What follows belongs to an exercise in optimizing a design on an open flow for small area, a short achievable clock period and few clock cycles per item; a production flow would make more cautious choices.
Where RTL was checked, it was by simulation tests only, not by an equivalence proof against the original.
The RTL of runs 1, 2 and 5 was laid out without a check of its function.
Power is estimated from default activity; no workload was simulated.

[flow/design.v]
module mx_quant (
    input  wire        clk,
    input  wire        rst,         
    input  wire        in_valid,
    output wire        in_ready,
    input  wire [31:0] in_data,
    input  wire [1:0]  in_src,      
    input  wire [3:0]  in_dst,      
    output wire        out_valid,
    input  wire        out_ready,
    output wire [7:0]  out_code,
    output wire [7:0]  out_x,
    output wire [9:0]  out_qmax,
    output wire        out_last
);
    localparam [1:0] C_E4 = 2'd0;
    localparam [1:0] C_E5 = 2'd1;
    localparam [1:0] C_I8 = 2'd2;    
    localparam [1:0] C_U8 = 2'd3;    
    localparam integer N = 32;
    reg  [4:0]  in_idx;
    reg  [1:0]  src_in, cls_in;
    reg         in_rdy;
    reg         ir_v, ir_first, ir_last;
    reg  [31:0] ir_d;           
    reg         ir_f, ir_b, ir_h;               
    reg  [1:0]  ir_cls;
    reg  [17:0] ring [0:N-1];
    reg  [5:0]  cnt;            
    reg  [4:0]  dw;             
    reg  [7:0]  acc_m;
    reg  [8:0]  acc_p;
    reg         acc_nz, acc_nf;
    reg  [7:0]  dn_m;
    reg  [8:0]  dn_p;
    reg         dn_nz, dn_nf;
    reg  [1:0]  dn_cls;
    reg         rdy;            
    reg  [4:0]  hd_idx;
    reg         c1_v, s_v, o_v;
    wire        first_in = (in_idx == 5'd0);
    wire [1:0]  src_cur  = first_in ? in_src : src_in;
    wire [1:0]  dst_cls  = (in_dst == 4'd3) ? C_E4 :
                           (in_dst == 4'd4) ? C_E5 :
                           (in_dst == 4'd9) ? C_U8 : C_I8;
    wire [1:0]  cls_cur  = first_in ? dst_cls : cls_in;
    wire in_fire = in_valid & in_rdy;
    function automatic [4:0] lzc24(input [23:0] x);
        integer i;
        reg found;
        begin
            lzc24 = 5'd0;
            found = 1'b0;
            for (i = 23; i >= 0; i = i - 1)
                if (!found && x[i]) begin
                    lzc24 = 5'd23 - i[4:0];
                    found = 1'b1;
                end
        end
    endfunction
    function automatic [4:0] lzc23(input [22:0] x);
        integer i;
        reg found;
        begin
            lzc23 = 5'd0;
            found = 1'b0;
            for (i = 22; i >= 0; i = i - 1)
                if (!found && x[i]) begin
                    lzc23 = 5'd22 - i[4:0];
                    found = 1'b1;
                end
        end
    endfunction
    wire        dc_s    = ir_f ? ir_d[31] : ir_d[15];
    wire [22:0] dc_m    = ({23{ir_f}} & ir_d[22:0]) |
                          ({23{ir_b}} & {ir_d[6:0], 16'd0}) |
                          ({23{ir_h}} & {ir_d[9:0], 13'd0});
    wire        f_e0    = (ir_d[30:23] == 8'd0);
    wire        b_e0    = (ir_d[14:7] == 8'd0);
    wire        h_e0    = (ir_d[14:10] == 5'd0);
    wire        f_m0    = (ir_d[22:0] == 23'd0);
    wire        b_m0    = (ir_d[6:0] == 7'd0);
    wire        h_m0    = (ir_d[9:0] == 10'd0);
    wire        dc_e0   = (ir_f & f_e0) | (ir_b & b_e0) | (ir_h & h_e0);
    wire        dc_m0   = (ir_f & f_m0) | (ir_b & b_m0) | (ir_h & h_m0);
    wire        dc_nf   = (ir_f & (ir_d[30:23] == 8'hff)) | (ir_b & (ir_d[14:7] == 8'hff)) |
                          (ir_h & (ir_d[14:10] == 5'h1f));
    wire        dc_zr   = dc_e0 & dc_m0;
    wire        dc_den  = dc_e0 & !dc_m0;
    wire [7:0]  h_en    = {3'd0, ir_d[14:10]} + 8'd112;
    wire [7:0]  dc_en   = ir_f ? ir_d[30:23] : ir_b ? ir_d[14:7] : h_en;    
    wire [23:0] dc_v    = {!dc_e0, dc_m};
    wire [4:0]  dc_lz   = lzc24(dc_v);
    wire [23:0] dc_nv   = dc_v << dc_lz;
    wire [23:0] dc_pre;                         
    genvar gj;
    generate
        for (gj = 0; gj < 24; gj = gj + 1) begin : g_pre
            assign dc_pre[gj] = |dc_v[23:gj];
        end
    endgenerate
    wire [15:0] dc_st8  = dc_v[15:0] & dc_pre[23:8];
    wire [14:0] dc_st9  = dc_v[14:0] & dc_pre[23:9];
    wire [8:0]  dc_e9b  = dc_e0 ? (ir_h ? 9'd136 : 9'd24) : ({1'b0, dc_en} + 9'd23);
    wire [8:0]  dc_e9   = dc_e9b - {4'd0, dc_lz};
    wire [22:0] dc_f    = {dc_nv[22:15], 15'd0};
    wire [4:0]  h_lz    = lzc23({ir_d[9:0], 13'd0});
    wire [7:0]  h_qm    = h_e0 ? 8'd112 - {3'd0, h_lz} : h_en;
    wire [7:0]  dc_qm   = ir_f ? ir_d[30:23] : ir_b ? ir_d[14:7] : h_qm;
    wire        dc_u8   = (ir_cls == C_U8);
    wire        dc_kill = dc_zr | (dc_u8 & dc_s);
    wire [17:0] dc_pk   = {dc_kill ? 9'd0 : dc_e9,
                           dc_u8 ? dc_f[15] : dc_s,
                           dc_f[22:16],
                           dc_u8 ? |dc_st9 : |dc_st8};
    function automatic [8:0] pofm(input [7:0] m, input [1:0] cls);
        begin
            case (cls)
                C_E4:    pofm = (m > 8'd8)  ? {1'b0, m} + 9'd14 : 9'd22;
                C_E5:    pofm = (m > 8'd15) ? {1'b0, m} : 9'd15;
                C_I8:    pofm = {1'b0, m} + 9'd25;
                default: pofm = {1'b0, m} + 9'd24;
            endcase
        end
    endfunction
    wire       cand   = !dc_nf & !dc_zr;
    wire [7:0] m_prev = ir_first ? 8'd0 : acc_m;
    wire [8:0] p_prev = ir_first ? pofm(8'd0, ir_cls) : acc_p;
    wire       upd    = cand & ((ir_f & (ir_d[30:23] > m_prev)) |
                                (ir_b & (ir_d[14:7] > m_prev)) |
                                (ir_h & (h_qm > m_prev)));
    wire [7:0] m_new  = upd ? dc_qm : m_prev;
    wire [8:0] p_new  = upd ? pofm(dc_qm, ir_cls) : p_prev;
    wire       nz_new = (!ir_first & acc_nz) | cand;
    wire       nf_new = (!ir_first & acc_nf) | dc_nf;
    wire        c1_free = !c1_v | !s_v;
    wire        empty   = (cnt == 6'd0);
    wire        full    = cnt[5];
    wire        rd      = (dw == cnt[4:0]) & !empty & rdy & c1_free;
    wire        wr      = ir_v & (empty | (dw == 5'd0)) & (!full | rd);
    wire        ir_en   = !ir_v | wr;           
    wire        done_in = wr & ir_last;
    wire        last_rd = rd & (hd_idx == 5'd31);
    wire [17:0] pt = ring[N-1];                 
    wire        o_load  = !o_v | out_ready;
    wire        c1_move = c1_v & !s_v;
    wire        ir_v_n  = ir_en ? in_valid : 1'b1;
    wire [5:0]  cnt_n   = cnt + {5'd0, wr} - {5'd0, rd};
    wire [4:0]  dw_n    = wr ? 5'd0 : dw - 5'd1;
    wire        rdy_n   = done_in | (rdy & !last_rd);
    wire        c1_v_n  = c1_free ? rd : c1_v;
    wire        s_v_n   = o_load ? 1'b0 : (s_v | c1_move);
    wire        o_v_n   = o_load ? (s_v | c1_v) : o_v;
    wire [4:0]  hd_n    = hd_idx + {4'd0, rd};
    wire        empty_n = (cnt_n == 6'd0);
    wire        rd_n    = (dw_n == cnt_n[4:0]) & !empty_n & rdy_n & (!c1_v_n | !s_v_n);
    wire        wr_n    = ir_v_n & (empty_n | (dw_n == 5'd0)) & (!cnt_n[5] | rd_n);
    wire        in_rdy_n = !ir_v_n | wr_n;
    always @(posedge clk) begin
        if (rst) begin
            in_idx <= 5'd0;
            in_rdy <= 1'b1;
            ir_v   <= 1'b0;
            cnt    <= 6'd0;
            rdy    <= 1'b0;
            hd_idx <= 5'd0;
            c1_v   <= 1'b0;
            s_v    <= 1'b0;
            o_v    <= 1'b0;
        end else begin
            if (in_fire) in_idx <= in_idx + 5'd1;
            in_rdy <= in_rdy_n;
            ir_v   <= ir_v_n;
            cnt    <= cnt_n;
            rdy    <= rdy_n;
            hd_idx <= hd_n;
            c1_v   <= c1_v_n;
            s_v    <= s_v_n;
            o_v    <= o_v_n;
        end
        dw <= dw_n;
    end
    always @(posedge clk) begin
        if (in_fire && first_in) begin
            src_in <= in_src;
            cls_in <= dst_cls;
        end
        if (ir_en) begin
            ir_d     <= in_data;
            ir_f     <= (src_cur == 2'd0);
            ir_b     <= (src_cur == 2'd1);
            ir_h     <= (src_cur == 2'd2);
            ir_cls   <= cls_cur;
            ir_first <= first_in;
            ir_last  <= (in_idx == 5'd31);
        end
    end
    always @(posedge clk) begin
        if (wr) begin
            acc_m  <= m_new;
            acc_p  <= p_new;
            acc_nz <= nz_new;
            acc_nf <= nf_new;
        end
        if (done_in) begin
            dn_m   <= m_new;
            dn_p   <= p_new;
            dn_nz  <= nz_new;
            dn_nf  <= nf_new;
            dn_cls <= ir_cls;
        end
    end
    integer k;
    always @(posedge clk) begin
        ring[0] <= wr ? dc_pk : pt;
        for (k = 1; k < N; k = k + 1)
            ring[k] <= ring[k-1];
    end
    wire [8:0]  pt_e9  = pt[17:9];
    wire        pt_u8  = (dn_cls == C_U8);
    wire        pt_s   = pt_u8 ? 1'b0 : pt[8];
    wire [8:0]  pt_sig = {1'b1, pt[7:1], pt_u8 ? pt[8] : 1'b0};
    wire signed [10:0] t = $signed({2'b00, dn_p}) - $signed({2'b00, pt_e9});
    wire [3:0]  dmin   = (dn_cls == C_E4) ? 4'd5 : (dn_cls == C_E5) ? 4'd6 : 4'd0;
    wire signed [10:0] dmin_s = $signed({7'd0, dmin});
    wire [3:0]  dsh    = (t > 11'sd10) ? 4'd10 : ((t < dmin_s) ? dmin : t[3:0]);
    wire signed [10:0] ex_s = dmin_s - t;
    wire [4:0]  pt_ex  = (t < dmin_s) ? ex_s[4:0] : 5'd0;
    wire [17:0] pt_sh  = {pt_sig, 9'd0} >> dsh;
    wire [8:0]  pt_r   = pt_sh[17:9];
    wire        pt_g   = pt_sh[8];
    wire        pt_st  = (|pt_sh[7:0]) | pt[0];
    reg  [8:0]  c1_r;
    reg         c1_g, c1_st, c1_s, c1_kill, c1_first, c1_last;
    reg  [4:0]  c1_ex;
    reg  [1:0]  c1_cls;
    always @(posedge clk) begin
        if (rd) begin
            c1_r     <= pt_r;
            c1_g     <= pt_g;
            c1_st    <= pt_st;
            c1_s     <= pt_s;
            c1_ex    <= pt_ex;
            c1_cls   <= dn_cls;
            c1_kill  <= dn_nf | !dn_nz;
            c1_first <= (hd_idx == 5'd0);
            c1_last  <= (hd_idx == 5'd31);
        end
    end
    wire        c1_inc = c1_g & (c1_st | c1_r[0]);
    wire [8:0]  c1_rr  = c1_r + {8'd0, c1_inc};
    wire [7:0]  e4m    = {c1_ex[3:0], 3'd0} + {3'd0, c1_rr[4:0]};
    wire [7:0]  e5m    = {c1_ex, 2'd0} + {3'd0, c1_rr[4:0]};
    wire [6:0]  e4s    = (e4m > 8'd126) ? 7'd126 : e4m[6:0];
    wire [6:0]  e5s    = (e5m > 8'd123) ? 7'd123 : e5m[6:0];
    wire [6:0]  i8m    = (c1_rr > 9'd127) ? 7'd127 : c1_rr[6:0];
    wire [7:0]  i8c    = c1_s ? (8'd0 - {1'b0, i8m}) : {1'b0, i8m};
    wire [7:0]  u8c    = c1_rr[8] ? 8'd255 : c1_rr[7:0];
    reg  [7:0]  c1_code;
    always @(*) begin
        case (c1_cls)
            C_E4:    c1_code = {c1_s, e4s};
            C_E5:    c1_code = {c1_s, e5s};
            C_I8:    c1_code = i8c;
            default: c1_code = u8c;
        endcase
        if (c1_kill) c1_code = 8'd0;
    end
    wire       dn_z   = !dn_nf & !dn_nz;
    reg  [4:0] dn_emax;
    always @(*) begin
        case (dn_cls)
            C_E4:    dn_emax = 5'd8;
            C_E5:    dn_emax = 5'd15;
            default: dn_emax = 5'd0;
        endcase
    end
    wire [8:0] dn_xd  = {1'b0, dn_m} - {4'd0, dn_emax};
    wire [7:0] dn_x   = dn_nf ? 8'hff : (dn_z | dn_xd[8]) ? 8'h00 : dn_xd[7:0];
    wire [9:0] dn_q   = {dn_nf, dn_z, dn_nf ? 8'hff : (dn_z ? 8'h00 : dn_m)};
    reg  [7:0] o_code, s_code;
    reg  [7:0] o_x;
    reg  [9:0] o_q;
    reg        o_last, s_last, s_first;
    wire       nx_first = s_v ? s_first : c1_first;
    always @(posedge clk) begin
        if (!s_v) begin
            s_code  <= c1_code;
            s_last  <= c1_last;
            s_first <= c1_first;
        end
        if (o_load) begin
            o_code <= s_v ? s_code : c1_code;
            o_last <= s_v ? s_last : c1_last;
        end
        if (o_load && nx_first) begin
            o_x <= dn_x;
            o_q <= dn_q;
        end
    end
    assign in_ready  = in_rdy;
    assign out_valid = o_v;
    assign out_code  = o_code;
    assign out_x     = o_x;
    assign out_qmax  = o_q;
    assign out_last  = o_last;
endmodule
[flow/flow/run.sh]
#!/bin/bash
# The standard ORFS layout, asked to repair timing with extra setup margin and
# with faster buffers on the ports.
set -euo pipefail
bash standard.sh SETUP_SLACK_MARGIN=16.5 "BUFFER_PORTS_ARGS=-buffer_cell sky130_fd_sc_hd__buf_4" finish > standard.log 2>&1
[flow/standard.sh]
#!/bin/bash
# synth_recipe.tcl (not shown) runs the flow's synth.tcl, then flattens the netlist and writes it again
# the make line also repeats each setting of config.mk as NAME=value (left out here)
make -C /OpenROAD-flow-scripts/flow DESIGN_CONFIG=/design/flow/config.mk WORK_HOME=/design/flow/orfs CLKGATE_MAP_FILE= SYNTH_SCRIPT=/design/flow/synth_recipe.tcl "${@:-finish}"
[flow/config.mk]
export PLATFORM = sky130hd
export DESIGN_NAME = mx_quant
export DESIGN_NICKNAME = mx_quant
export VERILOG_FILES = /design/flow/design.v
export SDC_FILE = /design/flow/constraint.sdc
export NUM_CORES = 4
export LEC_CHECK = 0
export ABC_AREA = 1
export CAP_MARGIN = 20
export CORE_MARGIN = 2
export CORE_UTILIZATION = 40
export CTS_CLUSTER_DIAMETER = 120
export CTS_CLUSTER_SIZE = 26
export SLEW_MARGIN = 20
[flow/constraint.sdc]
create_clock -name core_clock -period 22.0 [get_ports {clk}]
set_input_delay 4.4000 -clock core_clock [delete_from_list [all_inputs] [get_ports {clk}]]
set_output_delay 4.4000 -clock core_clock [all_outputs]
set_load 0.01 [all_outputs]
==> reports/metrics.cfg, run 1 <==
[yosys]
async_flop_share=0
synth_xor_area_frac=0.0140
synthCells=2289
synthSimpleGateAreaFrac=0.150
ys_seq_area_frac=0.666
ys.flop_type=dfxtp_1
synth.area.mux_share=0
ys_seq_elements=745
synth_edf_count=132
synthDistinctLibCells=64
synth_top_family_by_area=simple AND/OR/NAND/NOR gates
ys_warn_count=2
synth_compound_area_frac=0.0729
syn_nets=2424
synth_area_um2=24400
synthAdderAreaFrac=0.0499
post_synth.cell_area_avg_um2=10.7

[critical_path]
crit_cells=1
r2r_slack_ps=16930
crit_chain=buf_4
cp_data_required_time_ps=17600
crit_slowest_cell=edfxtp_1
critPathMaxStageDelay_ps=410
end_kind=primary output
cp.buffers_inverters=1
path_max_fanout=1
crit_start=o_x[5]$_SDFFCE_PP1P_
reg2regPathDepth=24
cp-start-kind=flop
regToRegStartpoint=ir_b$_DFFE_PN_
crit_type=reg -> out
endpoint=out_x[5]
worst_r2r_endpoint=ring[0][17]$_DFF_P_
critical-path-top-delay-family=flip-flops
cp.arrival_ps=1140

[global_route]
overflow=0
antenna_found_initial=0
grt_pass1_wl_mm=79.0
grt_max_degree=40
grt.total_usage=0.157
grt_pass1_vias=14900

[clocking]
cts_sinks=745
cts_buffers=34
cts_hold_buf=0
postCtsSetupBuffers=0
clk_path_buf_depth=3
path_clk_slew_ps=100
clock_tree.root_cell=clkbuf_16
cts_resized=20
cts_tree=built
clk_latency_ps=580
ctsHtreeMaxLevel=2

[power]
p_clk_frac=0.192
p_sw_frac=0.316
power.density_nw_per_um2=134
p_int_uw=2450
power.leakage_uw=0.0115
pwr-share-comb=0.251
ir_worst_vdd_mv=0.0701
p_sw_uw=1130
seq_power_share=0.557

[run]
drv_cap=0

[routing]
vias_per_cell=4.89
via_count=15400
drc=0
routedWlPerCell_um=15.6
ant_nets=0
drt-total-wl_mm=49.3
drt_iter0_drc=802
first_pass_iters=5

[floorplan]
die_x_um=251
placementRows=90
die_y_um=251
core_um2=60400
initial_core_util=0.404
ios=71
die_area_um2=62900

[timing]
setup_slack_ps=16460
hold_violations=0
max_freq_ghz=0.181
fin_tns_setup_ps=0
setup_violations=0
finalWorstPathRequiredPeriod_ps=5540
finalClockSkew_ps=32.1
fin_crit_sh=0.252
rsz0062_at_grt=yes
tightest_slew_ps=1010
slew_headroom=0.318
slew_violations=0

[place]
portBuffers=70
dp_hpwl_mm=36.0
dpl_worst_slack_ps=16280
gp_congestion=0.882

[layout]
nets=2498
final_cell_mix=611 x dfxtp_1, 406 x nand2_1, 231 x inv_1, 153 x nor2_1, 142 x nand3_1
drive_above_1_share=0.0746
final_common_cell=dfxtp_1
area_delta_synth_final_pct=9.99

[status]
status=timing/DRC/antenna clean

[hold_path]
hold_path_class=reg -> reg

[state kept, by name (all words and copies together), names as in the netlist, 5 cells and up]
name / flops
hd_idx: 5
ring: 576
c1_r: 9
o_code: 8
c1_ex: 5
in_idx: 5
cnt: 6
o_x: 8
acc_p: 9
ir_d: 32
dn_m: 8
s_code: 8
dn_p: 9
dw: 5
o_q: 10
acc_m: 8
[power groups by stage]
stage	registers, uW	clock network [uW]	logic, uW
3_5_place_dp	2030	0	888
3_3_place_gp	2030	0	878
2_1_floorplan	1970	0	656
4_1_cts	2010	719	894
6_report	2000	687	900
5_1_grt	2050	768	1030
[cell usage after synthesis (3+ instances only)]
master / number / share of area
clkbuf_1: 19 / 0.0029
o31ai_1: 5 / 0.0015
nand2_1: 406 / 0.063
nor4_1: 8 / 0.0021
o21ai_0: 94 / 0.019
a221oi_1: 3 / 0.0011
a32o_1: 5 / 0.0021
o21bai_1: 6 / 0.0018
a21oi_1: 83 / 0.017
buf_2: 10 / 0.0021
clkinv_1: 7 / 0.0011
xnor2_1: 12 / 0.0043
nor2_2: 9 / 0.0023
o221ai_1: 5 / 0.0018
nor2_4: 5 / 0.0023
o2111ai_1: 7 / 0.0025
or2_2: 13 / 0.0033
nand3_1: 142 / 0.029
a31oi_1: 12 / 0.0031
o21ai_1: 15 / 0.0031
nand2_2: 5 / 0.0013
nand4_1: 35 / 0.0090
nor2_1: 153 / 0.024
nand3b_1: 5 / 0.0015
xor2_1: 27 / 0.0097
o211ai_1: 19 / 0.0059
inv_2: 11 / 0.0017
o41ai_1: 3 / 0.0011
edfxtp_1: 132 / 0.16
inv_1: 231 / 0.036
buf_4: 4 / 0.0012
a211oi_1: 5 / 0.0015
o22ai_1: 13 / 0.0033
ha_1: 86 / 0.044
buf_6: 5 / 0.0023
fa_1: 7 / 0.0057
nor3_1: 34 / 0.0070
dfxtp_1: 613 / 0.50
[cells by family (layout without fill, tap and decap cells)]
family,count (synthesis),count (layout)
simple gates,827,827
xor+xnor,39,39
other cells,0,1
buf+inv,289,373
fa+ha+maj,93,93
flops,745,745
compound gates,296,296
[worst min path at each step]
stage                                   start                   to  slack [ps]  cells past startpoint
final                     ring[24][9]$_DFF_P_  ring[25][9]$_DFF_P_         310                      0
after CTS                 ring[24][9]$_DFF_P_  ring[25][9]$_DFF_P_         320                      0
after detailed placement  ring[11][4]$_DFF_P_  ring[12][4]$_DFF_P_         310                      0
after floorplan            ring[9][0]$_DFF_P_  ring[10][0]$_DFF_P_         310                      0
after global routing      ring[6][13]$_DFF_P_  ring[7][13]$_DFF_P_         320                      0
after global placement    ring[16][2]$_DFF_P_  ring[17][2]$_DFF_P_         310                      0
[layer usage]
layer	global-route usage	share of wire	wire, um
met3	0.0187	0.038	1860
met2	0.258	0.45	22400
met1	0.217	0.48	23700
met4	0.0476	0.027	1350
met5	0	0	0
[final cells by class]
cell class | instances | area (um^2)
sequential | 745 | 16200
timing repair buffer | 78 | 687
multi-input combinational | 1255 | 7020
clock buffer | 42 | 902
tap | 782 | 978
inverter | 249 | 938
antenna | 1 | 2.50
fill | 5743 | 33500
clock inverter | 4 | 46.3
[stage by stage]
step / cells / power (uW) / utilization / cell area [um^2] / hold WS (ps)
6_report: 3156 / 3590 / 0.444 / 26800 / 311
3_5_place_dp: 3109 / 2920 / 0.426 / 25700 / 312
4_1_cts: 3155 / 3620 / 0.443 / 26800 / 318
5_1_grt: 3155 / 3840 / 0.444 / 26800 / 321
2_1_floorplan: 2289 / 2630 / - / 24400 / 310
3_3_place_gp: 3109 / 2910 / 0.426 / 25700 / 310
==> run 2, diff against run 1 <==
--- a/flow/config.mk
+++ b/flow/config.mk
@@ -10,5 +10,5 @@
 export CORE_MARGIN = 2
 export CORE_UTILIZATION = 40
-export CTS_CLUSTER_DIAMETER = 120
-export CTS_CLUSTER_SIZE = 26
+export CTS_CLUSTER_DIAMETER = 90
+export CTS_CLUSTER_SIZE = 30
 export SLEW_MARGIN = 20
==> run 2 against run 1 <==
- worst setup slack worse by 2.7 ps
- largest cell class unchanged
- still clean
- via count about the same
- non-clock buffer count unchanged
==> reports/metrics.cfg, run 2 <==
[global_route]
antenna_found_initial=0  ; unchanged
grt.total_usage=0.157  ; about the same
grt_pass1_wl_mm=79.1  ; was 79.0 mm
grt_max_degree=40  ; unchanged
overflow=0  ; unchanged
grt_pass1_vias=14800  ; was 14,900

[yosys]
async_flop_share=0  ; unchanged
yosys.area.top_type=dfxtp_1  ; unchanged
synthDistinctLibCells=64  ; unchanged
yosysTopAreaCellShare=0.503  ; unchanged
post_synth.cell_area_avg_um2=10.7  ; unchanged
yosysMostFrequentCell=dfxtp_1  ; unchanged
synthCells=2289  ; unchanged
ys_seq_area_frac=0.666  ; unchanged
ys_warn_count=2  ; unchanged
syn_nets=2424  ; unchanged
synth_common_cells=613 x dfxtp_1, 406 x nand2_1, 231 x inv_1  ; unchanged
synth_area_um2=24400  ; unchanged
ys_seq_elements=745  ; unchanged
synthTopCellsByArea=dfxtp_1 50%, edfxtp_1 16%, nand2_1 6.3%  ; unchanged
synth_edf_count=132  ; unchanged
ys.flop_type=dfxtp_1  ; unchanged

[layout]
multiInputGateArea_um2=7020  ; unchanged
final_cell_mix=611 x dfxtp_1, 406 x nand2_1, 231 x inv_1, 153 x nor2_1, 142 x nand3_1  ; unchanged
reg_top3=ring x576, ir_d x32, o_q x10  ; unchanged
largest_reg_flops=576  ; unchanged
area_delta_synth_final_pct=10.4  ; was 9.99%
final_common_cell=dfxtp_1  ; unchanged
ff_latch_area_um2=16200  ; unchanged
fin_util=0.446  ; was 0.444
drive_above_1_share=0.0779  ; was 0.0746
final_cells=3158  ; was 3,156
nets=2498  ; unchanged
fillers=5717  ; was 5,743
largest_register=ring  ; unchanged

[status]
status=timing/DRC/antenna clean  ; unchanged

[hold_path]
hold_path_class=reg -> reg  ; unchanged

[place]
gp_congestion=0.882  ; unchanged
place_inst=3109  ; unchanged
dp_hpwl_mm=36.0  ; unchanged
portBuffers=70  ; unchanged

[floorplan]
initial_core_util=0.404  ; unchanged
die_area_um2=62900  ; unchanged
ios=71  ; unchanged
die_y_um=251  ; unchanged
die_x_um=251  ; unchanged
core_um2=60400  ; unchanged
placementRows=90  ; unchanged

[critical_path]
crit_slowest_cell=edfxtp_1  ; unchanged
critical-path-top-delay-family=flip-flops  ; unchanged
end_kind=primary output  ; unchanged
path_max_fanout=1  ; unchanged
cp.arrival_ps=1140  ; about the same
cp-start-kind=flop  ; unchanged
cp.buffers_inverters=1  ; unchanged
crit_type=reg -> out  ; unchanged
crit_chain=buf_6  ; was buf_4
critPathMaxStageDelay_ps=420  ; was 410 ps
cp_data_required_time_ps=17600  ; about the same

[timing]
finalWorstPathRequiredPeriod_ps=5540  ; about the same
finalClockSkew_ps=17.6  ; was 32.1 ps
fin_crit_sh=0.252  ; about the same
rsz0062_at_grt=yes  ; unchanged
fin_tns_setup_ps=0  ; unchanged
hold_violations=0  ; unchanged
tightest_slew_ps=1030  ; was 1010 ps
max_freq_ghz=0.180  ; was 0.181 GHz
setup_violations=0  ; unchanged
slew_headroom=0.308  ; was 0.318
slew_violations=0  ; unchanged

[clocking]
cts_hold_buf=0  ; unchanged
clk_path_buf_depth=3  ; unchanged
clock_tree.root_cell=clkbuf_16  ; unchanged
cts_buffers=34  ; unchanged
ctsHtreeMaxLevel=2  ; unchanged
path_clk_slew_ps=100  ; about the same
clk_latency_ps=580  ; about the same
cts_tree=built  ; unchanged
cts_sinks=745  ; unchanged

[power]
power.density_nw_per_um2=135  ; was 134 nW/um^2
p_total_uw=3620  ; was 3590 uW
power.leakage_uw=0.0115  ; about the same
ir_worst_vdd_mv=0.0938  ; was 0.0701 mV

[routing]
ant_nets=0  ; unchanged
first_pass_iters=5  ; unchanged
drt-total-wl_mm=49.3  ; about the same
drc=0  ; unchanged
via_count=15400  ; about the same
drt_iter0_drc=862  ; was 802
vias_per_cell=4.89  ; about the same
routedWlPerCell_um=15.6  ; about the same

[run]
drv_cap=0  ; unchanged

## run 2: final timing paths
kind	start	endpoint	slack (ps)	cells past startpoint
setup reg to reg	ir_b$_DFFE_PN_	ring[0][17]$_DFF_P_	16930	24
hold / removal	ring[17][9]$_DFF_P_	ring[18][9]$_DFF_P_	330	0
setup / recovery	o_q[2]$_SDFFCE_PP1P_	out_qmax[2]	16460	1
hold reg to reg	ring[17][9]$_DFF_P_	ring[18][9]$_DFF_P_	330	0
## run 2: per-stage QoR
step           instance area, um^2  hold WS [ps]  worst slack, ps
2_1_floorplan                24400           310            16590
3_3_place_gp                 25700           310            16260
3_5_place_dp                 25700           312            16280
4_1_cts                      26800           327            16420
5_1_grt                      26900           330            16400
6_report                     26900           326            16460
## run 2: what timing repair did
item / CTS / global route
gates cloned: 0 / 0
resized for setup: 18 / 16
endpoints found under the setup margin: 28 / 38
setup buffers: 0 / 0
## run 2: final cells by class
class,count,area share
Inverter,249,0.0349
Multi-Input combinational cell,1255,0.261
Tap cell,782,0.0363
Timing Repair Buffer,78,0.0257
Antenna cell,1,0.0000930
Sequential cell,745,0.603
Clock inverter,12,0.00623
Clock buffer,36,0.0327
## run 2: routing by layer
layer / track usage / share of wire / vias up
met2: 0.255 / 0.45 / 299
met5: 0 / 0 / -
met4: 0.0505 / 0.027 / 0
li1: - / - / 7688
met3: 0.0199 / 0.037 / 76
met1: 0.218 / 0.48 / 7371
## run 2: power by group
group | internal [uW] | switching (uW)
clock | 306 | 421
sequential | 1870 | 131
combinational | 289 | 611
total | 2460 | 1160
## run 2: cells by family after synthesis
group | Yosys count | share of synthesized area
buf+inv | 289 | 0.0472
compound gates | 296 | 0.0729
xor+xnor | 39 | 0.0140
flops | 745 | 0.666
simple gates | 827 | 0.150
fa+ha+maj | 93 | 0.0499
==> run 3, diff against run 2 <==
--- a/flow/design.v
+++ b/flow/design.v
@@ -114,22 +114,22 @@
                            dc_f[22:16],
                            dc_u8 ? |dc_st9 : |dc_st8};
-    function automatic [8:0] pofm(input [7:0] m, input [1:0] cls);
-        begin
-            case (cls)
-                C_E4:    pofm = (m > 8'd8)  ? {1'b0, m} + 9'd14 : 9'd22;
-                C_E5:    pofm = (m > 8'd15) ? {1'b0, m} : 9'd15;
-                C_I8:    pofm = {1'b0, m} + 9'd25;
-                default: pofm = {1'b0, m} + 9'd24;
-            endcase
-        end
-    endfunction
+    reg  [4:0] k1;
+    reg  [4:0] k2;
+    always @(*) begin
+        case (ir_cls)
+            C_E4:    begin k1 = 5'd14; k2 = 5'd22; end
+            C_E5:    begin k1 = 5'd0;  k2 = 5'd15; end
+            C_I8:    begin k1 = 5'd25; k2 = 5'd25; end
+            default: begin k1 = 5'd24; k2 = 5'd24; end
+        endcase
+    end
     wire       cand   = !dc_nf & !dc_zr;
     wire [7:0] m_prev = ir_first ? 8'd0 : acc_m;
-    wire [8:0] p_prev = ir_first ? pofm(8'd0, ir_cls) : acc_p;
-    wire       upd    = cand & ((ir_f & (ir_d[30:23] > m_prev)) |
-                                (ir_b & (ir_d[14:7] > m_prev)) |
-                                (ir_h & (h_qm > m_prev)));
+    wire [8:0] p_prev = ir_first ? {4'd0, k2} : acc_p;
+    wire       upd    = cand & (dc_qm > m_prev);
+    wire [8:0] p_qm   = {1'b0, dc_qm} + {4'd0, k1};
+    wire       p_low  = (ir_cls == C_E4) ? (dc_qm < 8'd8) : (ir_cls == C_E5) ? (dc_qm < 8'd15) : 1'b0;
     wire [7:0] m_new  = upd ? dc_qm : m_prev;
-    wire [8:0] p_new  = upd ? pofm(dc_qm, ir_cls) : p_prev;
+    wire [8:0] p_new  = upd ? (p_low ? {4'd0, k2} : p_qm) : p_prev;
     wire       nz_new = (!ir_first & acc_nz) | cand;
     wire       nf_new = (!ir_first & acc_nf) | dc_nf;
--- a/flow/config.mk
+++ b/flow/config.mk
@@ -10,5 +10,5 @@
 export CORE_MARGIN = 2
 export CORE_UTILIZATION = 40
-export CTS_CLUSTER_DIAMETER = 90
-export CTS_CLUSTER_SIZE = 30
+export CTS_CLUSTER_DIAMETER = 120
+export CTS_CLUSTER_SIZE = 26
 export SLEW_MARGIN = 20
==> run 3 against run 2 <==
- die area down 2.0%
- sequential cell count unchanged
- largest power group unchanged
- sequential power about the same
- still clean on timing, DRC and antenna
- combinational power down 1%
==> reports/metrics.cfg, run 3 <==
[status]
status=timing/DRC/antenna clean  ; unchanged

[global_route]
grt_pass1_vias=14200  ; was 14,800
grt_pass1_wl_mm=74.3  ; was 79.1 mm
grt_max_degree=44  ; was 40
antenna_found_initial=0  ; unchanged
overflow=0  ; unchanged
grt.total_usage=0.149  ; was 0.157

[yosys]
synthTopCellsByArea=dfxtp_1 51%, edfxtp_1 17%, nand2_1 5.5%  ; was dfxtp_1 50%, edfxtp_1 16%, nand2_1 6.3%
synth_common_cells=613 x dfxtp_1, 351 x nand2_1, 224 x inv_1  ; was 613 x dfxtp_1, 406 x nand2_1, 231 x inv_1
syn_nets=2293  ; was 2,424
ys_seq_elements=745  ; unchanged
synth_edf_count=132  ; unchanged
ys.flop_type=dfxtp_1  ; unchanged
yosysMostFrequentCell=dfxtp_1  ; unchanged
synth_area_um2=23900  ; was 24,400 um^2
yosysTopAreaCellShare=0.514  ; was 0.503
ys_seq_area_frac=0.679  ; was 0.666
synthCells=2177  ; was 2,289
ys_warn_count=2  ; unchanged
post_synth.cell_area_avg_um2=11.0  ; was 10.7 um^2
async_flop_share=0  ; unchanged
synthDistinctLibCells=66  ; was 64
yosys.area.top_type=dfxtp_1  ; unchanged

[critical_path]
end_kind=primary output  ; unchanged
cp.buffers_inverters=1  ; unchanged
critical-path-top-delay-family=flip-flops  ; unchanged
crit_slowest_cell=edfxtp_1  ; unchanged
crit_chain=buf_6  ; unchanged
path_max_fanout=1  ; unchanged
cp-start-kind=flop  ; unchanged
crit_type=reg -> out  ; unchanged
cp_data_required_time_ps=17600  ; about the same
critPathMaxStageDelay_ps=410  ; was 420 ps
cp.arrival_ps=1120  ; was 1140 ps

[power]
seq_power_share=0.561  ; was 0.551
p_clk_frac=0.191  ; was 0.201
power.leakage_uw=0.0111  ; was 0.0115 uW
p_sw_uw=1120  ; was 1160 uW
p_int_uw=2460  ; about the same
power.density_nw_per_um2=136  ; was 135 nW/um^2
p_total_uw=3580  ; was 3620 uW
ir_worst_vdd_mv=0.0960  ; was 0.0938 mV
pwr-share-comb=0.248  ; about the same
p_sw_frac=0.313  ; was 0.321

[routing]
ant_nets=0  ; unchanged
drt-total-wl_mm=46.5  ; was 49.3 mm
vias_per_cell=4.86  ; was 4.89
drc=0  ; unchanged
routedWlPerCell_um=15.3  ; was 15.6 um
first_pass_iters=5  ; unchanged
drt_iter0_drc=880  ; was 862
via_count=14700  ; was 15,400

[floorplan]
die_x_um=248  ; was 251 um
core_um2=59000  ; was 60,400 um^2
die_y_um=248  ; was 251 um
die_area_um2=61700  ; was 62,900 um^2
ios=71  ; unchanged
placementRows=89  ; was 90
initial_core_util=0.405  ; was 0.404

[layout]
largest_register=ring  ; unchanged
drive_above_1_share=0.0823  ; was 0.0779
final_cells=3033  ; was 3,158
nets=2366  ; was 2,498
area_delta_synth_final_pct=9.92  ; was 10.4%
final_cell_mix=611 x dfxtp_1, 350 x nand2_1, 225 x inv_1, 167 x nor2_1, 142 x nand3_1  ; was 611 x dfxtp_1, 406 x nand2_1, 231 x inv_1, 153 x nor2_1, 142 x nand3_1
largest_reg_flops=576  ; unchanged
postLayoutCellArea_um2=26300  ; was 26,900 um^2
n_antenna_cell=0  ; was 1
fin_util=0.445  ; was 0.446
reg_top3=ring x576, ir_d x32, o_q x10  ; unchanged
final_common_cell=dfxtp_1  ; unchanged

[clocking]
clk_latency_ps=590  ; was 580 ps
path_clk_slew_ps=100  ; about the same
clk_path_buf_depth=3  ; unchanged
clock_tree.root_cell=clkbuf_16  ; unchanged
cts_buffers=34  ; unchanged
ctsHtreeMaxLevel=2  ; unchanged
cts_sinks=745  ; unchanged
cts_tree=built  ; unchanged

[timing]
tightest_slew_ps=1010  ; was 1030 ps
fin_crit_sh=0.251  ; was 0.252
finalClockSkew_ps=38.6  ; was 17.6 ps
max_freq_ghz=0.181  ; was 0.180 GHz
hold_violations=0  ; unchanged
rsz0062_at_grt=yes  ; unchanged
slew_violations=0  ; unchanged
slew_headroom=0.327  ; was 0.308
fin_tns_setup_ps=0  ; unchanged
finalWorstPathRequiredPeriod_ps=5520  ; was 5540 ps
setup_violations=0  ; unchanged

[place]
dp_hpwl_mm=34.1  ; was 36.0 mm
place_inst=2987  ; was 3,109
portBuffers=70  ; unchanged
gp_congestion=0.884  ; was 0.882
postPlaceCellArea_um2=25200  ; was 25,700 um^2

[hold_path]
hold_path_class=reg -> reg  ; unchanged

[run]
drv_cap=0  ; unchanged

## run 3: changes by cell type after synthesis, moves of 5 or more
cell	delta
nor2_1	+14
nor2_2	-6
ha_1	-20
nand3_2	+5
o21ai_1	-9
inv_1	-7
o221ai_1	-5
a21oi_1	-24
nor3_1	-12
nand2_1	-55
## run 3: area by class of cell
type	instances	area, um^2
Tap cell	773	967
Timing Repair Buffer	76	672
Inverter	235	882
Sequential cell	745	16200
Clock buffer	42	902
Clock inverter	4	45.0
Fill cell	5574	32800
Multi-Input combinational cell	1158	6560
## run 3: power groups by stage
stage                     Clock [uW]  Combinational, uW  Sequential [uW]
after global placement             0                865             2040
after floorplan                    0                655             1980
final                            685                888             2010
after detailed placement           0                878             2040
after global routing             760               1010             2060
after CTS                        713                883             2020
## run 3: cell families (layout without fill, tap and decap cells)
| group | Yosys count | count (layout) | synth area share |
|---|---|---|---|
| compound gates | 261 | 261 | 0.0675 |
| xor+xnor | 39 | 39 | 0.0143 |
| fa+ha+maj | 74 | 74 | 0.0413 |
| buf+inv | 274 | 357 | 0.0468 |
| flops | 745 | 745 | 0.679 |
| simple gates | 784 | 784 | 0.151 |
## run 3: routing by layer
| layer | up-vias | track usage | part of all wire |
|---|---|---|---|
| li1 | 7312 | - | - |
| met1 | 7020 | 0.202 | 0.47 |
| met2 | 330 | 0.241 | 0.45 |
| met3 | 83 | 0.0241 | 0.045 |
| met4 | 0 | 0.0513 | 0.028 |
| met5 | - | 0 | 0 |
## run 3: timing repair
action                     CTS  global route
setup endpoints to repair   29            28
buffers inserted             0             0
hold buffers                 0             0
gates resized for setup     22             8
## run 3: worst paths after layout
kind,startpoint,end,slack (ps),depth (start not counted)
setup / recovery,o_code[4]$_DFFE_PN_,out_code[4],16480,1
hold / removal,ring[20][8]$_DFF_P_,ring[21][8]$_DFF_P_,310,0
setup reg to reg,ir_b$_DFFE_PN_,ring[0][16]$_DFF_P_,16950,25
hold reg to reg,ring[20][8]$_DFF_P_,ring[21][8]$_DFF_P_,310,0
## run 3: through the flow
step	hold WS, ps	setup WS [ps]
2_1_floorplan	310	16590
3_3_place_gp	310	16290
3_5_place_dp	312	16270
4_1_cts	312	16430
5_1_grt	319	16420
6_report	309	16480
Testbench counts of run 3, summed over its fixed seeds: cycles 6,424, blocks 192.
==> run 4, diff against run 3 <==
==> flow/flow/run.sh (replaced) <==
#!/bin/bash
# The standard ORFS layout, asked to repair timing with extra setup margin and
# with faster buffers on the ports.
set -euo pipefail
bash standard.sh SETUP_SLACK_MARGIN=16.5 "BUFFER_PORTS_ARGS=-buffer_cell sky130_fd_sc_hd__buf_2" finish > standard.log 2>&1
--- a/flow/config.mk
+++ b/flow/config.mk
@@ -9,5 +9,5 @@
 export CAP_MARGIN = 20
 export CORE_MARGIN = 2
-export CORE_UTILIZATION = 40
+export CORE_UTILIZATION = 55
 export CTS_CLUSTER_DIAMETER = 120
 export CTS_CLUSTER_SIZE = 26
==> run 4 against run 3 <==
- still clean on timing, DRC and antenna
- die area down 27%
- synthesized area is the same
- combinational power down 0.9%
- critical path type unchanged
- highest routed layer unchanged
==> reports/metrics.cfg, run 4 <==
[critical_path]
end_kind=primary output  ; unchanged
cp_data_required_time_ps=17600  ; about the same
cp.arrival_ps=1130  ; was 1120 ps
crit_type=reg -> out  ; unchanged
critical-path-top-delay-family=flip-flops  ; unchanged
crit_slowest_cell=edfxtp_1  ; unchanged
cp-start-kind=flop  ; unchanged
crit_chain=buf_2  ; was buf_6
cp.buffers_inverters=1  ; unchanged
critPathMaxStageDelay_ps=410  ; about the same
path_max_fanout=1  ; unchanged

[clocking]
clk_latency_ps=570  ; was 590 ps
cts_tree=built  ; unchanged
ctsHtreeMaxLevel=2  ; unchanged
cts_sinks=745  ; unchanged
path_clk_slew_ps=110  ; was 100 ps
clock_tree.root_cell=clkbuf_16  ; unchanged
cts_hold_buf=0  ; unchanged
cts_buffers=34  ; unchanged
clk_path_buf_depth=3  ; unchanged

[power]
p_clk_frac=0.191  ; about the same
ir_worst_vdd_mv=0.101  ; was 0.0960 mV
p_sw_uw=1100  ; was 1120 uW
pwr-share-comb=0.247  ; was 0.248
seq_power_share=0.562  ; was 0.561
power.density_nw_per_um2=138  ; was 136 nW/um^2
p_sw_frac=0.309  ; was 0.313
power.leakage_uw=0.0111  ; about the same
p_total_uw=3570  ; was 3580 uW
p_int_uw=2460  ; about the same

[floorplan]
placementRows=76  ; was 89
die_area_um2=45100  ; was 61,700 um^2
ios=71  ; unchanged
initial_core_util=0.556  ; was 0.405
die_x_um=212  ; was 248 um
die_y_um=212  ; was 248 um
core_um2=43000  ; was 59,000 um^2

[yosys]
yosysMostFrequentCell=dfxtp_1  ; unchanged
synthTopCellsByArea=dfxtp_1 51%, edfxtp_1 17%, nand2_1 5.5%  ; unchanged
synthAdderAreaFrac=0.0413  ; unchanged
ys_seq_area_frac=0.679  ; unchanged
ys_warn_count=2  ; unchanged
synthDistinctLibCells=66  ; unchanged
synth.area.mux_share=0  ; unchanged
synth_area_um2=23900  ; unchanged
async_flop_share=0  ; unchanged
synthSimpleGateAreaFrac=0.151  ; unchanged
synthCells=2177  ; unchanged
synth_compound_area_frac=0.0675  ; unchanged
ys_seq_elements=745  ; unchanged
yosysTopAreaCellShare=0.514  ; unchanged
syn_nets=2293  ; unchanged
ys.flop_type=dfxtp_1  ; unchanged
synth_edf_count=132  ; unchanged
post_synth.cell_area_avg_um2=11.0  ; unchanged
yosys.area.top_type=dfxtp_1  ; unchanged
synth_xor_area_frac=0.0143  ; unchanged
synth_common_cells=613 x dfxtp_1, 351 x nand2_1, 224 x inv_1  ; unchanged
synth_top_family_by_area=simple AND/OR/NAND/NOR gates  ; unchanged

[global_route]
antenna_found_initial=0  ; unchanged
grt_max_degree=44  ; unchanged
grt.total_usage=0.197  ; was 0.149
grt_pass1_wl_mm=70.3  ; was 74.3 mm
grt_pass1_vias=13800  ; was 14,200
overflow=0  ; unchanged

[timing]
finalWorstPathRequiredPeriod_ps=5530  ; was 5520 ps
rsz0062_at_grt=yes  ; unchanged
fin_crit_sh=0.251  ; about the same
tightest_slew_ps=1070  ; was 1010 ps
hold_violations=0  ; unchanged
setup_slack_ps=16470  ; was 16,480 ps
setup_violations=0  ; unchanged
fin_tns_setup_ps=0  ; unchanged
slew_violations=0  ; unchanged
slew_headroom=0.288  ; was 0.327
max_freq_ghz=0.181  ; about the same
finalClockSkew_ps=24.3  ; was 38.6 ps

[layout]
fillers=3642  ; was 5,574
area_delta_synth_final_pct=8.03  ; was 9.92%
fin_util=0.601  ; was 0.445
final_common_cell=dfxtp_1  ; unchanged
nets=2374  ; was 2,366
largest_register=ring  ; unchanged
drive_above_1_share=0.0851  ; was 0.0823
final_cells=2854  ; was 3,033
largest_reg_flops=576  ; unchanged
final_cell_mix=611 x dfxtp_1, 351 x nand2_1, 223 x inv_1, 167 x nor2_1, 142 x nand3_1  ; was 611 x dfxtp_1, 350 x nand2_1, 225 x inv_1, 167 x nor2_1, 142 x nand3_1
reg_top3=ring x576, ir_d x32, o_q x10  ; unchanged

[place]
dp_hpwl_mm=32.0  ; was 34.1 mm
place_inst=2801  ; was 2,987
gp_congestion=0.896  ; was 0.884
dpl_worst_slack_ps=16290  ; was 16,270 ps
portBuffers=70  ; unchanged

[routing]
first_pass_iters=5  ; unchanged
drc=0  ; unchanged
via_count=14600  ; was 14,700
vias_per_cell=5.10  ; was 4.86
drt_iter0_drc=1030  ; was 880
drt-total-wl_mm=43.8  ; was 46.5 mm
routedWlPerCell_um=15.4  ; was 15.3 um
ant_nets=0  ; unchanged

[hold_path]
hold_path_class=reg -> reg  ; unchanged

[status]
status=timing/DRC/antenna clean  ; unchanged

[run]
drv_cap=0  ; unchanged

[run 4: cell type report]
type,instances,area (um^2),area share
antenna,2,5.00,0.000194
clock buffer,42,902,0.0349
clock inverter,3,43.8,0.00170
inverter,235,886,0.0343
multi-input combinational,1158,6550,0.254
sequential,745,16200,0.629
tap,585,732,0.0284
timing repair buffer,83,454,0.0176
timing repair inverter,1,7.51,0.000291
[run 4: worst paths after layout]
kind	start	endpoint	slack, ps	cells after the start
setup / recovery	o_x[4]$_SDFFCE_PP1P_	out_x[4]	16470	1
hold / removal	ring[15][17]$_DFF_P_	ring[16][17]$_DFF_P_	310	0
setup reg to reg	ir_f$_DFFE_PN_	ring[0][16]$_DFF_P_	17020	21
hold reg to reg	ring[15][17]$_DFF_P_	ring[16][17]$_DFF_P_	310	0
[run 4: timing repair]
| action | 4_1_cts | 5_1_grt |
|---|---|---|
| resized for setup | 2 | 3 |
| buffers inserted | 0 | 5 |
| setup endpoints to repair | 29 | 41 |
| gates cloned | 0 | 1 |
[run 4: routing by layer]
layer  wire (um)  GRT usage  part of all wire
met2       20400      0.323              0.47
met4        1110     0.0612             0.025
met5           0          0                 0
met3        1900     0.0260             0.043
met1       20400      0.273              0.47
[run 4: cell families (layout without fill, tap and decap cells)]
group | count (synthesis) | after routing
other | 0 | 2
buffers and inverters | 274 | 364
AND/OR/NAND/NOR | 784 | 784
AO/OA/AOI/OAI | 261 | 261
adder cells (fa/ha/maj) | 74 | 74
flip-flops | 745 | 745
XOR/XNOR | 39 | 39
[run 4: power groups by stage]
stage / registers (uW) / logic [uW] / clock network, uW
final: 2010 / 880 / 681
after floorplan: 1980 / 655 / 0
after detailed placement: 2050 / 858 / 0
after CTS: 2020 / 862 / 707
after global routing: 2050 / 1000 / 752
after global placement: 2040 / 845 / 0
[run 4: through the flow]
stage | cell area, um^2 | hold WS [ps]
floorplan | 23900 | 310
global placement | 24800 | 309
detailed placement | 24800 | 312
CTS | 25800 | 319
global route | 25800 | 326
finish | 25800 | 311
==> run 5, diff against run 4 <==
--- a/flow/design.v
+++ b/flow/design.v
@@ -30,8 +30,7 @@
     reg  [4:0]  dw;             
     reg  [7:0]  acc_m;
-    reg  [8:0]  acc_p;
+    reg  [8:0]  acc_p;          
     reg         acc_nz, acc_nf;
-    reg  [7:0]  dn_m;
-    reg  [8:0]  dn_p;
+    reg  [8:0]  dn_p;           
     reg         dn_nz, dn_nf;
     reg  [1:0]  dn_cls;
@@ -114,22 +113,27 @@
                            dc_f[22:16],
                            dc_u8 ? |dc_st9 : |dc_st8};
-    reg  [4:0] k1;
-    reg  [4:0] k2;
-    always @(*) begin
-        case (ir_cls)
-            C_E4:    begin k1 = 5'd14; k2 = 5'd22; end
-            C_E5:    begin k1 = 5'd0;  k2 = 5'd15; end
-            C_I8:    begin k1 = 5'd25; k2 = 5'd25; end
-            default: begin k1 = 5'd24; k2 = 5'd24; end
+    function automatic [4:0] k1of(input [1:0] cls);
+        case (cls)
+            C_E4:    k1of = 5'd14;
+            C_E5:    k1of = 5'd0;
+            C_I8:    k1of = 5'd25;
+            default: k1of = 5'd24;
         endcase
-    end
+    endfunction
+    function automatic [4:0] k2of(input [1:0] cls);
+        case (cls)
+            C_E4:    k2of = 5'd22;
+            C_E5:    k2of = 5'd15;
+            C_I8:    k2of = 5'd25;
+            default: k2of = 5'd24;
+        endcase
+    endfunction
     wire       cand   = !dc_nf & !dc_zr;
     wire [7:0] m_prev = ir_first ? 8'd0 : acc_m;
-    wire [8:0] p_prev = ir_first ? {4'd0, k2} : acc_p;
+    wire [8:0] p_prev = ir_first ? {4'd0, k1of(ir_cls)} : acc_p;
     wire       upd    = cand & (dc_qm > m_prev);
-    wire [8:0] p_qm   = {1'b0, dc_qm} + {4'd0, k1};
-    wire       p_low  = (ir_cls == C_E4) ? (dc_qm < 8'd8) : (ir_cls == C_E5) ? (dc_qm < 8'd15) : 1'b0;
+    wire [8:0] p_qm   = {1'b0, dc_qm} + {4'd0, k1of(ir_cls)};
     wire [7:0] m_new  = upd ? dc_qm : m_prev;
-    wire [8:0] p_new  = upd ? (p_low ? {4'd0, k2} : p_qm) : p_prev;
+    wire [8:0] p_new  = upd ? p_qm : p_prev;
     wire       nz_new = (!ir_first & acc_nz) | cand;
     wire       nf_new = (!ir_first & acc_nf) | dc_nf;
@@ -204,5 +208,4 @@
         end
         if (done_in) begin
-            dn_m   <= m_new;
             dn_p   <= p_new;
             dn_nz  <= nz_new;
@@ -221,5 +224,7 @@
     wire        pt_s   = pt_u8 ? 1'b0 : pt[8];
     wire [8:0]  pt_sig = {1'b1, pt[7:1], pt_u8 ? pt[8] : 1'b0};
-    wire signed [10:0] t = $signed({2'b00, dn_p}) - $signed({2'b00, pt_e9});
+    wire [4:0]  dn_k2  = k2of(dn_cls);
+    wire [8:0]  dn_pc  = (dn_p < {4'd0, dn_k2}) ? {4'd0, dn_k2} : dn_p;
+    wire signed [10:0] t = $signed({2'b00, dn_pc}) - $signed({2'b00, pt_e9});
     wire [3:0]  dmin   = (dn_cls == C_E4) ? 4'd5 : (dn_cls == C_E5) ? 4'd6 : 4'd0;
     wire signed [10:0] dmin_s = $signed({7'd0, dmin});
@@ -268,15 +273,8 @@
     end
     wire       dn_z   = !dn_nf & !dn_nz;
-    reg  [4:0] dn_emax;
-    always @(*) begin
-        case (dn_cls)
-            C_E4:    dn_emax = 5'd8;
-            C_E5:    dn_emax = 5'd15;
-            default: dn_emax = 5'd0;
-        endcase
-    end
-    wire [8:0] dn_xd  = {1'b0, dn_m} - {4'd0, dn_emax};
-    wire [7:0] dn_x   = dn_nf ? 8'hff : (dn_z | dn_xd[8]) ? 8'h00 : dn_xd[7:0];
-    wire [9:0] dn_q   = {dn_nf, dn_z, dn_nf ? 8'hff : (dn_z ? 8'h00 : dn_m)};
+    wire [9:0] dn_xd  = {1'b0, dn_p} - {5'd0, dn_k2};
+    wire [8:0] dn_m   = dn_p - {4'd0, k1of(dn_cls)};
+    wire [7:0] dn_x   = dn_nf ? 8'hff : (dn_z | dn_xd[9]) ? 8'h00 : dn_xd[7:0];
+    wire [9:0] dn_q   = {dn_nf, dn_z, dn_nf ? 8'hff : (dn_z ? 8'h00 : dn_m[7:0])};
     reg  [7:0] o_code, s_code;
     reg  [7:0] o_x;
==> run 5 against run 4 <==
- worst setup slack worse by 25 ps
- utilization up 1.4 points
- global-route usage up 0.24 points
- routed wire length increased by 1.5%
- clock skew grew 5.9 ps
- synthesized area fell by 1.5%
- sequential power about the same
- sequential cell count fell by 8
- largest cell class unchanged
- synthesized cell count about the same
- critical path depth did not move
- cell area rose by 0.39%
- worst hold slack improved by 6.2 ps
==> reports/metrics.cfg, run 5 <==
[yosys]
async_flop_share=0  ; unchanged
synthDistinctLibCells=58  ; was 66
ys_seq_area_frac=0.679  ; about the same
synth_edf_count=124  ; was 132
ys_seq_elements=737  ; was 745
synthCells=2178  ; was 2,177
ys.flop_type=dfxtp_1  ; unchanged
ys_warn_count=2  ; unchanged
yosysTopAreaCellShare=0.521  ; was 0.514
post_synth.cell_area_avg_um2=10.8  ; was 11.0 um^2
synth_common_cells=613 x dfxtp_1, 353 x nand2_1, 227 x inv_1  ; was 613 x dfxtp_1, 351 x nand2_1, 224 x inv_1
synth_area_um2=23500  ; was 23,900 um^2
yosys.area.top_type=dfxtp_1  ; unchanged
syn_nets=2300  ; was 2,293
yosysMostFrequentCell=dfxtp_1  ; unchanged
synthTopCellsByArea=dfxtp_1 52%, edfxtp_1 16%, nand2_1 5.6%  ; was dfxtp_1 51%, edfxtp_1 17%, nand2_1 5.5%

[timing]
finalClockSkew_ps=30.2  ; was 24.3 ps
fin_tns_setup_ps=0  ; unchanged
fin_crit_sh=0.253  ; was 0.251
max_freq_ghz=0.180  ; was 0.181 GHz
setup_violations=0  ; unchanged
rsz0062_at_grt=yes  ; unchanged
slew_violations=0  ; unchanged
tightest_slew_ps=1050  ; was 1070 ps
slew_headroom=0.301  ; was 0.288
hold_violations=0  ; unchanged
finalWorstPathRequiredPeriod_ps=5560  ; was 5530 ps

[critical_path]
end_kind=primary output  ; unchanged
critPathMaxStageDelay_ps=420  ; was 410 ps
crit_chain=buf_2  ; unchanged
crit_type=reg -> out  ; unchanged
cp.arrival_ps=1160  ; was 1130 ps
crit_slowest_cell=edfxtp_1  ; unchanged
path_max_fanout=1  ; unchanged
cp-start-kind=flop  ; unchanged
cp.buffers_inverters=1  ; unchanged
crit_cells=1  ; unchanged
reg2regPathDepth=33  ; was 21
cp_data_required_time_ps=17600  ; about the same
critical-path-top-delay-family=flip-flops  ; unchanged

[layout]
final_cells=2833  ; was 2,854
fillers=3450  ; was 3,642
final_common_cell=dfxtp_1  ; unchanged
final_cell_mix=611 x dfxtp_1, 345 x nand2_1, 219 x inv_1, 164 x nor2_1, 128 x nand3_1  ; was 611 x dfxtp_1, 351 x nand2_1, 223 x inv_1, 167 x nor2_1, 142 x nand3_1
fin_util=0.615  ; was 0.601
reg_top3=ring x576, ir_d x32, o_q x10  ; unchanged
postLayoutCellArea_um2=25900  ; was 25,800 um^2
largest_register=ring  ; unchanged
drive_above_1_share=0.108  ; was 0.0851
largest_reg_flops=576  ; unchanged
nets=2400  ; was 2,374
n_antenna_cell=0  ; was 2
area_delta_synth_final_pct=10.1  ; was 8.03%

[global_route]
overflow=0  ; unchanged
grt_pass1_vias=14000  ; was 13,800
grt_max_degree=42  ; was 44
grt.total_usage=0.200  ; was 0.197
grt_pass1_wl_mm=70.8  ; was 70.3 mm
antenna_found_initial=1  ; was 0

[floorplan]
die_area_um2=44500  ; was 45,100 um^2
ios=71  ; unchanged
placementRows=75  ; was 76
die_y_um=211  ; was 212 um
initial_core_util=0.559  ; was 0.556
core_um2=42100  ; was 43,000 um^2
die_x_um=211  ; was 212 um

[routing]
routedWlPerCell_um=15.7  ; was 15.4 um
first_pass_iters=5  ; unchanged
via_count=14600  ; about the same
ant_nets=0  ; unchanged
wl_met2_mm=19.6  ; was 20.4 mm
drt_iter0_drc=1068  ; was 1,030
highest_layer=met5  ; was met4
vias_per_cell=5.14  ; was 5.10
drt-total-wl_mm=44.5  ; was 43.8 mm
route.met3.wl_mm=2.25  ; was 1.90 mm
drc=0  ; unchanged
wl_met1_mm=21.4  ; was 20.4 mm

[place]
gp_congestion=0.913  ; was 0.896
dp_hpwl_mm=30.9  ; was 32.0 mm
portBuffers=70  ; unchanged
postPlaceCellArea_um2=24400  ; was 24,800 um^2
place_inst=2753  ; was 2,801

[power]
pwr-share-comb=0.263  ; was 0.247
p_int_uw=2500  ; was 2460 uW
p_clk_frac=0.190  ; was 0.191
power.leakage_uw=0.0111  ; about the same
p_sw_frac=0.314  ; was 0.309
seq_power_share=0.547  ; was 0.562
p_sw_uw=1140  ; was 1100 uW
ir_worst_vdd_mv=0.101  ; about the same
power.density_nw_per_um2=140  ; was 138 nW/um^2

[clocking]
path_clk_slew_ps=100  ; was 110 ps
cts_sinks=737  ; was 745
cts_buffers=34  ; unchanged
clk_path_buf_depth=3  ; unchanged
ctsHtreeMaxLevel=2  ; unchanged
cts_tree=built  ; unchanged
clock_tree.root_cell=clkbuf_16  ; unchanged
cts_hold_buf=0  ; unchanged
clk_latency_ps=590  ; was 570 ps

[hold_path]
hold_depth=0  ; unchanged
hold_path_class=reg -> reg  ; unchanged

[status]
status=timing/DRC/antenna clean  ; unchanged

[run]
drv_cap=0  ; unchanged

[run 5: cell count changes after synthesis, sizes merged, moves of 8 or more]
cell	change
nand4	-13
xnor2	+8
o211ai	-13
nand3	-12
o21ai	+16
edfxtp	-8
[run 5: layout make-up]
class / count / area [um^2] / share of cell area
clock inverter: 4 / 50.0 / 0.00193
inverter: 241 / 921 / 0.0355
tap: 539 / 674 / 0.0260
sequential: 737 / 16000 / 0.617
timing repair buffer: 102 / 613 / 0.0237
clock buffer: 48 / 925 / 0.0357
multi-input combinational: 1162 / 6730 / 0.260
[run 5: final timing paths]
| path | to | slack, ps | startpoint |
|---|---|---|---|
| hold reg to reg | ring[30][7]$_DFF_P_ | 320 | ring[29][7]$_DFF_P_ |
| hold / removal | ring[30][7]$_DFF_P_ | 320 | ring[29][7]$_DFF_P_ |
| setup / recovery | out_x[4] | 16440 | o_x[4]$_SDFFCE_PP1P_ |
| setup reg to reg | c1_st$_DFFE_PP_ | 16600 | dn_cls[0]$_DFFE_PP_ |
[run 5: repair_timing]
action	CTS	global route
gates cloned	1	1
resized for setup	32	50
pin swaps	5	16
endpoints found under the setup margin	45	56
setup buffers	11	15
[run 5: cell families (layout without fill, tap and decap cells)]
group / after synthesis / in the layout / share of synthesized area
xor gates and xnor gates: 42 / 42 / 0.0156
DFF: 737 / 737 / 0.679
buffers and inverters: 281 / 395 / 0.0479
and+or+nand+nor: 767 / 768 / 0.144
AOI/OAI and AO/OA: 271 / 272 / 0.0676
adders and majority gates: 80 / 80 / 0.0454
[run 5: power by group through the flow]
stage          Clock, uW  Sequential, uW  Combinational [uW]
2_1_floorplan          0            1960                 642
3_3_place_gp           0            2020                 835
3_5_place_dp           0            2020                 840
4_1_cts              713            2000                 882
5_1_grt              762            2040                1070
6_report             691            1990                 959
[run 5: layer usage]
metal,track usage,vias up
met5,0,-
met4,0.0656,2
met3,0.0302,97
met2,0.316,365
met1,0.283,6757
li1,-,7348
[run 5: metrics by stage]
step                hold slack, ps  power [uW]  worst slack [ps]
CTS                            316        3600             16410
global placement               310        2850             15730
finish                         317        3640             16440
global route                   327        3870             16310
floorplan                      310        2600             16580
detailed placement             312        2860             15540
==> run 6, diff against run 5 <==
--- a/flow/design.v
+++ b/flow/design.v
@@ -22,13 +22,10 @@
     reg  [1:0]  src_in, cls_in;
     reg         in_rdy;
-    reg         ir_v, ir_first, ir_last;
+    reg         ir_v;
     reg  [31:0] ir_d;           
-    reg         ir_f, ir_b, ir_h;               
-    reg  [1:0]  ir_cls;
     reg  [17:0] ring [0:N-1];
     reg  [5:0]  cnt;            
     reg  [4:0]  dw;             
     reg  [7:0]  acc_m;
-    reg  [8:0]  acc_p;          
     reg         acc_nz, acc_nf;
     reg  [8:0]  dn_p;           
@@ -39,10 +36,14 @@
     reg         c1_v, s_v, o_v;
     wire        first_in = (in_idx == 5'd0);
-    wire [1:0]  src_cur  = first_in ? in_src : src_in;
     wire [1:0]  dst_cls  = (in_dst == 4'd3) ? C_E4 :
                            (in_dst == 4'd4) ? C_E5 :
                            (in_dst == 4'd9) ? C_U8 : C_I8;
-    wire [1:0]  cls_cur  = first_in ? dst_cls : cls_in;
     wire in_fire = in_valid & in_rdy;
+    wire        ir_first = (in_idx == 5'd1);
+    wire        ir_last  = (in_idx == 5'd0);
+    wire        ir_f     = (src_in == 2'd0);
+    wire        ir_b     = (src_in == 2'd1);
+    wire        ir_h     = (src_in == 2'd2);
+    wire [1:0]  ir_cls   = cls_in;
     function automatic [4:0] lzc24(input [23:0] x);
         integer i;
@@ -131,5 +132,5 @@
     wire       cand   = !dc_nf & !dc_zr;
     wire [7:0] m_prev = ir_first ? 8'd0 : acc_m;
-    wire [8:0] p_prev = ir_first ? {4'd0, k1of(ir_cls)} : acc_p;
+    wire [8:0] p_prev = {1'b0, m_prev} + {4'd0, k1of(ir_cls)};
     wire       upd    = cand & (dc_qm > m_prev);
     wire [8:0] p_qm   = {1'b0, dc_qm} + {4'd0, k1of(ir_cls)};
@@ -192,10 +193,4 @@
         if (ir_en) begin
             ir_d     <= in_data;
-            ir_f     <= (src_cur == 2'd0);
-            ir_b     <= (src_cur == 2'd1);
-            ir_h     <= (src_cur == 2'd2);
-            ir_cls   <= cls_cur;
-            ir_first <= first_in;
-            ir_last  <= (in_idx == 5'd31);
         end
     end
@@ -203,5 +198,4 @@
         if (wr) begin
             acc_m  <= m_new;
-            acc_p  <= p_new;
             acc_nz <= nz_new;
             acc_nf <= nf_new;
--- a/flow/config.mk
+++ b/flow/config.mk
@@ -9,5 +9,5 @@
 export CAP_MARGIN = 20
 export CORE_MARGIN = 2
-export CORE_UTILIZATION = 55
+export CORE_UTILIZATION = 70
 export CTS_CLUSTER_DIAMETER = 120
 export CTS_CLUSTER_SIZE = 26
==> run 6 against run 5 <==
- still clean on timing, DRC and antenna
- synthesized cell count shrank 1.6%
- register-to-register slack is essentially flat
- synthesized area shrank 2.5%
- global-route usage grew 8.8 points
- die area shrank 23%
- highest routed layer is now met4
==> reports/metrics.cfg, run 6 <==
[layout]
reg_top3=ring x576, ir_d x32, o_q x10  ; unchanged
largest_register=ring  ; unchanged
largest_reg_flops=576  ; unchanged
area_delta_synth_final_pct=9.38  ; was 10.1%
n_antenna_cell=0  ; unchanged
postLayoutCellArea_um2=25100  ; was 25,900 um^2
final_common_cell=dfxtp_1  ; unchanged
nets=2369  ; was 2,400
fillers=2063  ; was 3,450

[power]
power.leakage_uw=0.0110  ; was 0.0111 uW
p_sw_uw=1100  ; was 1140 uW
p_int_uw=2380  ; was 2500 uW
p_total_uw=3480  ; was 3640 uW
seq_power_share=0.562  ; was 0.547

[floorplan]
die_x_um=185  ; was 211 um
die_area_um2=34300  ; was 44,500 um^2
initial_core_util=0.708  ; was 0.559
placementRows=66  ; was 75
ios=71  ; unchanged

[timing]
hold_violations=0  ; unchanged
max_freq_ghz=0.179  ; was 0.180 GHz
slew_headroom=0.320  ; was 0.301
finalWorstPathRequiredPeriod_ps=5570  ; was 5560 ps
fin_tns_setup_ps=0  ; unchanged

[critical_path]
crit_type=reg -> out  ; unchanged
reg2regPathDepth=36  ; was 33
critical-path-top-delay-family=flip-flops  ; unchanged
critPathMaxStageDelay_ps=400  ; was 420 ps
cp-start-kind=flop  ; unchanged
cp_data_required_time_ps=17600  ; about the same
end_kind=primary output  ; unchanged
crit_slowest_cell=edfxtp_1  ; unchanged
cp.arrival_ps=1170  ; was 1160 ps

[clocking]
cts_tree=built  ; unchanged
ctsHtreeMaxLevel=1  ; was 2
clk_path_buf_depth=3  ; unchanged
cts_sinks=721  ; was 737
path_clk_slew_ps=110  ; was 100 ps
cts_hold_buf=0  ; unchanged

[yosys]
post_synth.cell_area_avg_um2=10.7  ; was 10.8 um^2
synthCells=2144  ; was 2,178
synthTopCellsByArea=dfxtp_1 53%, edfxtp_1 14%, nand2_1 5.5%  ; was dfxtp_1 52%, edfxtp_1 16%, nand2_1 5.6%
synth_area_um2=23000  ; was 23,500 um^2
syn_nets=2266  ; was 2,300
async_flop_share=0  ; unchanged
ys_seq_elements=721  ; was 737
yosysMostFrequentCell=dfxtp_1  ; unchanged
synthDistinctLibCells=60  ; was 58
ys.flop_type=dfxtp_1  ; unchanged
yosys.area.top_type=dfxtp_1  ; unchanged
yosysTopAreaCellShare=0.534  ; was 0.521

[place]
gp_congestion=0.937  ; was 0.913
dp_hpwl_mm=33.9  ; was 30.9 mm
portBuffers=70  ; unchanged

[routing]
drc=0  ; unchanged
via_count=15300  ; was 14,600
routedWlPerCell_um=18.5  ; was 15.7 um
ant_nets=0  ; unchanged
route.met3.wl_mm=3.65  ; was 2.25 mm
wl_met2_mm=24.3  ; was 19.6 mm
wl_met1_mm=20.1  ; was 21.4 mm
first_pass_iters=7  ; was 5
vias_per_cell=5.67  ; was 5.14
highest_layer=met4  ; was met5
drt-total-wl_mm=49.9  ; was 44.5 mm

[global_route]
grt_max_degree=34  ; was 42
grt.total_usage=0.287  ; was 0.200

[hold_path]
hold_depth=0  ; unchanged
hold_start=ring[4][9]$_DFF_P_  ; was ring[29][7]$_DFF_P_
worstHoldEndpoint=ring[5][9]$_DFF_P_  ; was ring[30][7]$_DFF_P_

[status]
status=timing/DRC/antenna clean  ; unchanged

==> run 6: cell types whose count changed in the layout (fill, tap and decap cells not counted), sizes merged, moves of 6 or more <==
cell and change:
clkinv -8, edfxtp -16, inv +8, nand2 -23, nand3 +28, nand4 +26
nor2 +9, o21ai -30, xnor2 -6
==> run 6: routing by layer <==
metal | track usage | vias up
li1 | - | 7251
met1 | 0.369 | 7116
met2 | 0.507 | 779
met3 | 0.0389 | 178
met4 | 0.0870 | 0
met5 | 0 | -
==> run 6: how the worst max path moves through the flow <==
stage | start | to | cells after the start
3_3_place_gp | dn_cls[1]$_DFFE_PP_ | c1_st$_DFFE_PP_ | 35
5_1_grt | dn_cls[1]$_DFFE_PP_ | c1_st$_DFFE_PP_ | 36
6_report | o_code[7]$_DFFE_PN_ | out_code[7] | 1
2_1_floorplan | out_ready | o_q[0]$_SDFFCE_PP1P_ | 2
4_1_cts | dn_cls[1]$_DFFE_PP_ | c1_st$_DFFE_PP_ | 36
3_5_place_dp | dn_cls[1]$_DFFE_PP_ | c1_st$_DFFE_PP_ | 35
==> run 6: cell families (layout without fill, tap and decap cells) <==
family / Yosys count / count (layout) / share of synthesized area
and+or+nand+nor: 796 / 799 / 0.156
buffers and inverters: 279 / 392 / 0.0478
DFF: 721 / 721 / 0.676
muxes: 1 / 1 / 0.000436
adders and majority gates: 80 / 80 / 0.0465
AOI/OAI and AO/OA: 227 / 227 / 0.0587
xor gates and xnor gates: 40 / 40 / 0.0153
==> run 6: power by group through the flow <==
stage | clock network [uW] | registers [uW] | logic (uW)
floorplan | 0 | 1910 | 555
global placement | 0 | 1950 | 725
detailed placement | 0 | 1980 | 756
CTS | 646 | 1960 | 795
global route | 689 | 1990 | 978
finish | 640 | 1960 | 884
==> run 6: layout make-up <==
type	instances	area (um^2)	area share
inverter	242	921	0.0367
timing repair buffer	104	647	0.0258
sequential	721	15500	0.618
tap	442	553	0.0220
clock inverter	2	17.5	0.000697
multi-input combinational	1147	6640	0.264
clock buffer	44	825	0.0328
==> run 6: timing repair <==
action | 4_1_cts | 5_1_grt
gates resized for setup | 34 | 46
cloned | 2 | 1
pin swaps | 2 | 22
buffers inserted | 4 | 23
setup endpoints to repair | 49 | 50
==> run 6: through the flow <==
stage	cells	utilization	setup WS (ps)	hold WS, ps
2_1_floorplan	2144	-	16630	310
3_5_place_dp	2626	0.732	15710	312
4_1_cts	2678	0.763	16380	324
3_3_place_gp	2626	0.731	16040	310
5_1_grt	2702	0.774	16250	330
6_report	2702	0.774	16430	323
Testbench counts of run 6, summed over its fixed seeds: cycles 6,424, blocks 192.
